Context: an optimization exercise on an open-source flow, tuned for small area, a short achievable clock period and few clock cycles. The choices shown serve that exercise and are no tape-out recipe.
In this exercise RTL edits were held to simulation tests only and were not proved equivalent to the original.

==> cedar <==
// frer_rec
module frer_rec (
    input             clk,
    input             rst,
    input             in_valid,
    output reg        in_ready,
    input      [2:0]  in_op,
    input      [1:0]  in_flow,
    input             in_tagged,
    input      [15:0] in_seq,
    input      [31:0] in_now,
    input      [3:0]  in_addr,
    input      [31:0] in_data,
    output reg        out_valid,
    input             out_ready,
    output reg        out_pass,
    output reg [31:0] out_data
);
==> flow/config.mk <==
export PLATFORM = sky130hd
export DESIGN_NAME = frer_rec
export DESIGN_NICKNAME = frer_rec
export VERILOG_FILES = /design/flow/design.v
export SDC_FILE = /design/flow/constraint.sdc
export NUM_CORES = 4
export LEC_CHECK = 0
export CAP_MARGIN = 20
export CORE_MARGIN = 2
export CORE_UTILIZATION = 40
export SLEW_MARGIN = 20
==> flow/constraint.sdc <==
create_clock -name core_clock -period 15.0 [get_ports {clk}]
set_input_delay 3.0000 -clock core_clock [delete_from_list [all_inputs] [get_ports {clk}]]
set_output_delay 3.0000 -clock core_clock [all_outputs]
set_load 0.01 [all_outputs]
run.sh (not shown) runs the stock make flow with config.mk's settings and CLKGATE_MAP_FILE= SYNTH_SCRIPT=/design/flow/synth_recipe.tcl, a recipe that flattens the netlist after the stock synthesis.
==> juniper (differences from cedar) <==
==> flow/flow/run.sh (new file) <==
#!/bin/bash
# Standard layout, with timing repair aiming for extra setup slack.
set -euo pipefail
MARGIN=$(cat flow/margin.txt)
sed "s/\"\\\${@:-finish}\"/SETUP_SLACK_MARGIN=$MARGIN \"\${@:-finish}\"/" standard.sh > standard_margin.sh
grep -q "SETUP_SLACK_MARGIN=$MARGIN" standard_margin.sh
bash standard_margin.sh > make_finish.log 2>&1
==> flow/flow/margin.txt (new file) <==
10
==> flow/standard.sh (new file) <==
#!/bin/bash
# synth_recipe.tcl (not shown) runs the flow's synth.tcl, then flattens the netlist and writes it again
# the make line also repeats each setting of config.mk as NAME=value (left out here)
make -C /OpenROAD-flow-scripts/flow DESIGN_CONFIG=/design/flow/config.mk WORK_HOME=/design/flow/orfs CLKGATE_MAP_FILE= SYNTH_SCRIPT=/design/flow/synth_recipe.tcl "${@:-finish}"
removed: flow/run.sh
==> flow_metrics.tcl <==
set metrics [dict create \
    status "finished clean" \
    critical_path_arrival_ns 8.07 \
    finalHoldWorstSlack_ns 0.333 \
    combinationalPower_mw 7.11 \
]
[end of results for cedar]
==> flow_metrics.tcl <==
set metrics [dict create \
    use_met3 0.0540 \
    combinationalPower_mw 8.28 \
    critical_path_arrival_ns 6.21 \
    n_clock_buffer 413 \
    power_frac_comb 0.319 \
    status "finished clean" \
    drt_iter0_markers 14200 \
]
[end of results for juniper]
Testbench counts of cedar, summed over its fixed seeds: cycles 24,729.
Testbench counts of juniper, summed over its fixed seeds: cycles 24,729.

* * *

==> v28 <==
frer_rec, a different RTL version from the one above (not shown whole).
clock: 15.0 ns
lec_check: 0
cap_margin: 20
core_margin: 2
core_utilization: 40
slew_margin: 20
standard.sh (not shown) runs the stock make flow with config.mk's settings and CLKGATE_MAP_FILE= SYNTH_SCRIPT=/design/flow/synth_recipe.tcl, a recipe that flattens the netlist after the stock synthesis.
==> flow/flow/run.sh <==
#!/bin/bash
# The standard layout (standard.sh), with two changes passed to ORFS
# through the environment: timing repair aims for extra setup slack
# (flow/margin.txt, ns) and clock tree synthesis takes the options in
# flow/cts_args.txt. make's full output goes to make_finish.log; ORFS
# keeps each step's own log under orfs/logs.
set -euo pipefail
export SETUP_SLACK_MARGIN="$(cat flow/margin.txt)"
if [[ -s flow/cts_args.txt ]]; then
  export CTS_ARGS="$(cat flow/cts_args.txt)"
fi
bash standard.sh > make_finish.log 2>&1
==> flow/flow/cts_args.txt <==
-sink_clustering_enable -repair_clock_nets -dont_use_dummy_load -buf_list sky130_fd_sc_hd__clkbuf_8 -sink_clustering_size 14 -sink_clustering_max_diameter 60
==> flow/flow/margin.txt <==
9.8
==> v25: changes against v28 <==
--- a/flow/design.v
+++ b/flow/design.v
@@ -215,17 +215,17 @@
         end
     end
     wire [31:0] nrl  = ~{6'd0, t_rlim};
     wire [31:0] npl  = ~{6'd0, t_plim};
     wire        sp0  = msb32(now1, ~t_pass_us, 32'd0, 1'b1, 1'b0);
     wire        sq0  = msb32(now1, ~t_pass_us, nrl, 1'b1, 1'b0);
-    wire [31:0] sp1  = now1 - now2;
-    wire [31:0] sq1  = now1 + ~now2 + nrl + 32'd1;
+    wire        sp1  = msb32(now1, ~now2, 32'd0, 1'b1, 1'b0);
+    wire        sq1  = msb32(now1, ~now2, nrl, 1'b1, 1'b0);
     wire        tp0  = msb32(now1, ~t_le_t, 32'd0, 1'b1, 1'b0);
     wire        tq0  = msb32(now1, ~t_le_t, npl, 1'b1, 1'b1);
-    wire [31:0] tq1  = now1 + ~now2 + npl + 32'd2;
+    wire        tq1  = msb32(now1, ~now2, npl, 1'b1, 1'b1);
     wire [15:0] d0  = seq1 - t_rcv;
     wire [15:0] n0  = t_rcv - seq1;
     wire [15:0] d1  = seq1 - seq2;
     wire [15:0] n1  = seq2 - seq1;
     wire [15:0] nh  = ~{9'd0, t_hlen};
     wire [15:0] seq1_m1 = seq1 - 16'd1;
@@ -266,14 +266,14 @@
         x_len    <= t_len;
         x_paths  <= t_paths;
         x_lerst_m1 <= t_lerst - 8'd1;
         x_lediff <= t_lediff;
         x_hlen   <= t_hlen;
         x_rdp    <= rd_p;
-        x_to     <= {!sp1[31] && !sq1[31], !sp0 && !sq0};
-        x_td     <= {!sp1[31] && !tq1[31], !tp0 && !tq0};
+        x_to     <= {!sp1 && !sq1, !sp0 && !sq0};
+        x_td     <= {!sp1 && !tq1, !tp0 && !tq0};
         x_rogue  <= {d1[15] ? (n1 >= {9'd0, t_hlen}) : (d1 >= {9'd0, t_hlen}),
                      d0_neg ? n0_ge : d0_ge};
         x_dzero  <= {d1 == 16'd0, d0_zero};
         x_dle0   <= {d1[15] || d1 == 16'd0, d0_neg || d0_zero};
         x_done   <= {d1 == 16'd1, d0_one};
         x_nd0    <= n0[5:0];
@@ -323,13 +323,14 @@
         for (gj = 0; gj < 64; gj = gj + 1) begin : g_win
             assign win[gj]    = wa_lt[gj/8] || (wa_eq[gj/8] && wb_lt[gj%8]);
             assign from_k[gj] = ka_gt[gj/8] || (ka_eq[gj/8] && kb_ge[gj%8]);
         end
     endgenerate
     wire        hbit0   = S_hist[x_nd0];
-    wire        hbit1   = S_hist[x_nd1];
+    wire [63:0] hsh1    = S_hist >> x_nd1;
+    wire        hbit1   = hsh1[0];
     wire        hbit    = sel_rcv ? hbit1 : hbit0;
     wire        v_dup   = d_le0 && hbit;
     wire [63:0] h_shift = ((S_hist << dd) & win) | 64'd1;
     wire [63:0] h_leave = ~S_hist & win & from_k;
     wire f_pass  = take0 || (x_alg ? !d_zero : (!rogue && !v_dup));
     wire f_dup   = !take0 && (x_alg ? d_zero : (!rogue && v_dup));
@@ -453,24 +454,44 @@
     reg [3:0]  addr3;
     reg        pass3;
     reg [31:0] data3;
     reg        clr3;
     reg [7:0]  inc3;          
     reg        lost3;
-    reg [31:0] lpc3;          
-    integer g, b;
-    reg [3:0] pc;
-    reg [31:0] lpc;
-    always @* begin
-        for (g = 0; g < 8; g = g + 1) begin
-            pc = 4'd0;
-            for (b = 0; b < 8; b = b + 1)
-                pc = pc + {3'd0, h_leave[8*g+b]};
-            lpc[4*g +: 4] = pc;
+    reg [6:0]  lq1s, lq1c, lq2s, lq2c, lq6, lq7;    
+    function [3:0] pop8(input [7:0] v);
+        reg s1, c1, s2, c2, s3, c3, c4, t, c5, c6;
+        begin
+            s1 = v[0] ^ v[1] ^ v[2];
+            c1 = (v[0] & v[1]) | (v[0] & v[2]) | (v[1] & v[2]);
+            s2 = v[3] ^ v[4] ^ v[5];
+            c2 = (v[3] & v[4]) | (v[3] & v[5]) | (v[4] & v[5]);
+            s3 = v[6] ^ v[7];
+            c3 = v[6] & v[7];
+            pop8[0] = s1 ^ s2 ^ s3;
+            c4 = (s1 & s2) | (s1 & s3) | (s2 & s3);
+            t  = c1 ^ c2 ^ c3;
+            c5 = (c1 & c2) | (c1 & c3) | (c2 & c3);
+            pop8[1] = t ^ c4;
+            c6 = t & c4;
+            pop8[2] = c5 ^ c6;
+            pop8[3] = c5 & c6;
         end
-    end
+    endfunction
+    function [13:0] csa7(input [6:0] a, input [6:0] b, input [6:0] c);
+        begin
+            csa7[6:0]  = a ^ b ^ c;
+            csa7[13:7] = {(a[5:0] & b[5:0]) | (a[5:0] & c[5:0]) | (b[5:0] & c[5:0]), 1'b0};
+        end
+    endfunction
+    wire [6:0]  lp0 = {3'd0, pop8(h_leave[7:0])},   lp1 = {3'd0, pop8(h_leave[15:8])};
+    wire [6:0]  lp2 = {3'd0, pop8(h_leave[23:16])}, lp3 = {3'd0, pop8(h_leave[31:24])};
+    wire [6:0]  lp4 = {3'd0, pop8(h_leave[39:32])}, lp5 = {3'd0, pop8(h_leave[47:40])};
+    wire [6:0]  lp6 = {3'd0, pop8(h_leave[55:48])}, lp7 = {3'd0, pop8(h_leave[63:56])};
+    wire [13:0] lx1 = csa7(lp0, lp1, lp2);
+    wire [13:0] lx2 = csa7(lp3, lp4, lp5);
     always @(posedge clk) begin
         v3     <= v2 && !rst;
         sel3   <= sel2 & {4{!rst}};
         fl3    <= fl2;
         cread3 <= x_cread;
         addr3  <= x_addr;
@@ -483,13 +504,18 @@
                    x_tframe && f_rogue,
                    x_uframe,
                    x_rreset || (do_steps && timed_out),
                    le_test && acc_over,
                    le_wrap};
         lost3  <= x_tframe && f_lost;
-        lpc3   <= lpc;
+        lq1s   <= lx1[6:0];
+        lq1c   <= lx1[13:7];
+        lq2s   <= lx2[6:0];
+        lq2c   <= lx2[13:7];
+        lq6    <= lp6;
+        lq7    <= lp7;
     end
     reg [31:0] c_passed  [0:3];
     reg [31:0] c_disc    [0:3];
     reg [31:0] c_ooo     [0:3];
     reg [31:0] c_rogue   [0:3];
     reg [31:0] c_lost    [0:3];
@@ -503,26 +529,14 @@
     wire [31:0] cf_rogue   = c_rogue[fl3];
     wire [31:0] cf_lost    = c_lost[fl3];
     wire [31:0] cf_tagless = c_tagless[fl3];
     wire [31:0] cf_resets  = c_resets[fl3];
     wire [31:0] cf_lat_err = c_lat_err[fl3];
     wire [31:0] cf_lat_rst = c_lat_rst[fl3];
-    function [13:0] csa7(input [6:0] a, input [6:0] b, input [6:0] c);
-        begin
-            csa7[6:0]  = a ^ b ^ c;
-            csa7[13:7] = {(a[5:0] & b[5:0]) | (a[5:0] & c[5:0]) | (b[5:0] & c[5:0]), 1'b0};
-        end
-    endfunction
-    wire [6:0]  ln0 = {3'd0, lpc3[3:0]},   ln1 = {3'd0, lpc3[7:4]};
-    wire [6:0]  ln2 = {3'd0, lpc3[11:8]},  ln3 = {3'd0, lpc3[15:12]};
-    wire [6:0]  ln4 = {3'd0, lpc3[19:16]}, ln5 = {3'd0, lpc3[23:20]};
-    wire [6:0]  ln6 = {3'd0, lpc3[27:24]}, ln7 = {3'd0, lpc3[31:28]};
-    wire [13:0] lc1 = csa7(ln0, ln1, ln2);
-    wire [13:0] lc2 = csa7(ln3, ln4, ln5);
-    wire [13:0] lc3 = csa7(lc1[6:0], lc1[13:7], lc2[6:0]);
-    wire [13:0] lc4 = csa7(lc2[13:7], ln6, ln7);
+    wire [13:0] lc3 = csa7(lq1s, lq1c, lq2s);
+    wire [13:0] lc4 = csa7(lq2c, lq6, lq7);
     wire [13:0] lc5 = csa7(lc3[6:0], lc3[13:7], lc4[6:0]);
     wire [13:0] lc6 = csa7(lc5[6:0], lc5[13:7], lc4[13:7]);
     wire [6:0]  lost_s = lost3 ? lc6[6:0]  : 7'd0;
     wire [6:0]  lost_c = lost3 ? lc6[13:7] : 7'd0;
     function [31:0] lost_next(input [31:0] c, input [6:0] s, input [6:0] k);
         reg [8:0]  lo;
@@ -626,12 +640,12 @@
             if (out_free) out_valid <= out_load;
             if (q_push) q_wr <= q_wr + 2'd1;
             if (q_pop)  q_rd <= q_rd + 2'd1;
             q_n <= out_ready ? qnR : qnN;
         end
         if (out_free && out_load) {out_pass, out_data} <= out_next;
-        if (q_push && q_wr == 2'd0) q0 <= res3;
-        if (q_push && q_wr == 2'd1) q1 <= res3;
-        if (q_push && q_wr == 2'd2) q2 <= res3;
-        if (q_push && q_wr == 2'd3) q3 <= res3;
+        if (v3 && q_wr == 2'd0) q0 <= res3;
+        if (v3 && q_wr == 2'd1) q1 <= res3;
+        if (v3 && q_wr == 2'd2) q2 <= res3;
+        if (v3 && q_wr == 2'd3) q3 <= res3;
     end
 endmodule
==> flow/flow/margin.txt (replaced) <==
10.6
==> v33: changes against v28 <==
==> flow/flow/margin.txt (replaced) <==
10
==> results.cfg <==
[run_status]
status = finished clean

[power_and_ir_drop]
leakage_nw = 59.01

[sta]
slew-limit-headroom = 0.1581

[layout]
n_all_buffers = 497

[critical_path]
r2r_end = c_lost[1][28]
endpoint = c_lost[1][28]

[placed_design]
hpwl_mm = 332.3
That was v25.
==> results.cfg <==
[run_status]
status = finished clean

[power_and_ir_drop]
leakage_nw = 57.83

[critical_path]
r2r_end = c_lost[1][29]
endpoint = c_lost[1][29]

[placed_design]
hpwl_mm = 316.6

[sta]
slew-limit-headroom = 0.1753

[layout]
n_all_buffers = 377
That was v28.
==> results.cfg <==
[run_status]
status = finished clean

[critical_path]
endpoint = c_lost[1][26]

[layout]
n_all_buffers = 412

[worst_hold_path]
hold_end = fl3[0]

[power_and_ir_drop]
leakage_nw = 58.19

[route]
top_layer_used = met5

[placed_design]
hpwl_mm = 314.6
That was v33.
Testbench counts of v28, summed over its fixed seeds: cycles 24,729.
Testbench counts of v25, summed over its fixed seeds: cycles 24,729.
Testbench counts of v33, summed over its fixed seeds: cycles 24,729.

[separate check: timing with driven ports]
Ports are ideal in the flow. The routed layouts listed here were re-timed in OpenROAD. Step 1 sets driving cells, clkbuf_16 on the clock port and buf_2 on the other inputs (assumed; they add their load-dependent delay and slew). Step 2 moves the port delays by t, midway between the first and last clock arrival at a register: inputs arrive t later, outputs are due t later. That takes back most of the time a late clock gives input paths. Three values: ideal ports, drivers, drivers and shift; two values: the first two.
| run | t, ns | setup slack, ns | latest minus earliest clock arrival (ns) | worst data-port slew with drivers (ns) | cell pins on the clock port's net |
|---|---|---|---|---|---|
| cedar | 1.027 | 7.763 / 7.763 / 7.763 | 0.088 / 0.088 | 0.24 | 1 |
| juniper | 1.021 | 9.648 / 9.648 / 9.022 | 0.068 / 0.068 | 0.17 | 1 |
| v28 | 1.121 | 9.896 / 9.818 / 9.663 | 0.225 / 0.225 | 0.14 | 1 |
| v25 | 1.130 | 10.181 / 10.108 / 10.102 | 0.182 / 0.182 | 0.15 | 1 |
| v33 | 1.128 | 9.883 / 9.883 / 9.691 | 0.209 / 0.210 | 0.08 | 1 |
After both steps setup and hold are still met in every run listed. For juniper, which loses most, drivers alone change the setup slack by 0.000 ns; drivers and shift together by -0.626 ns.
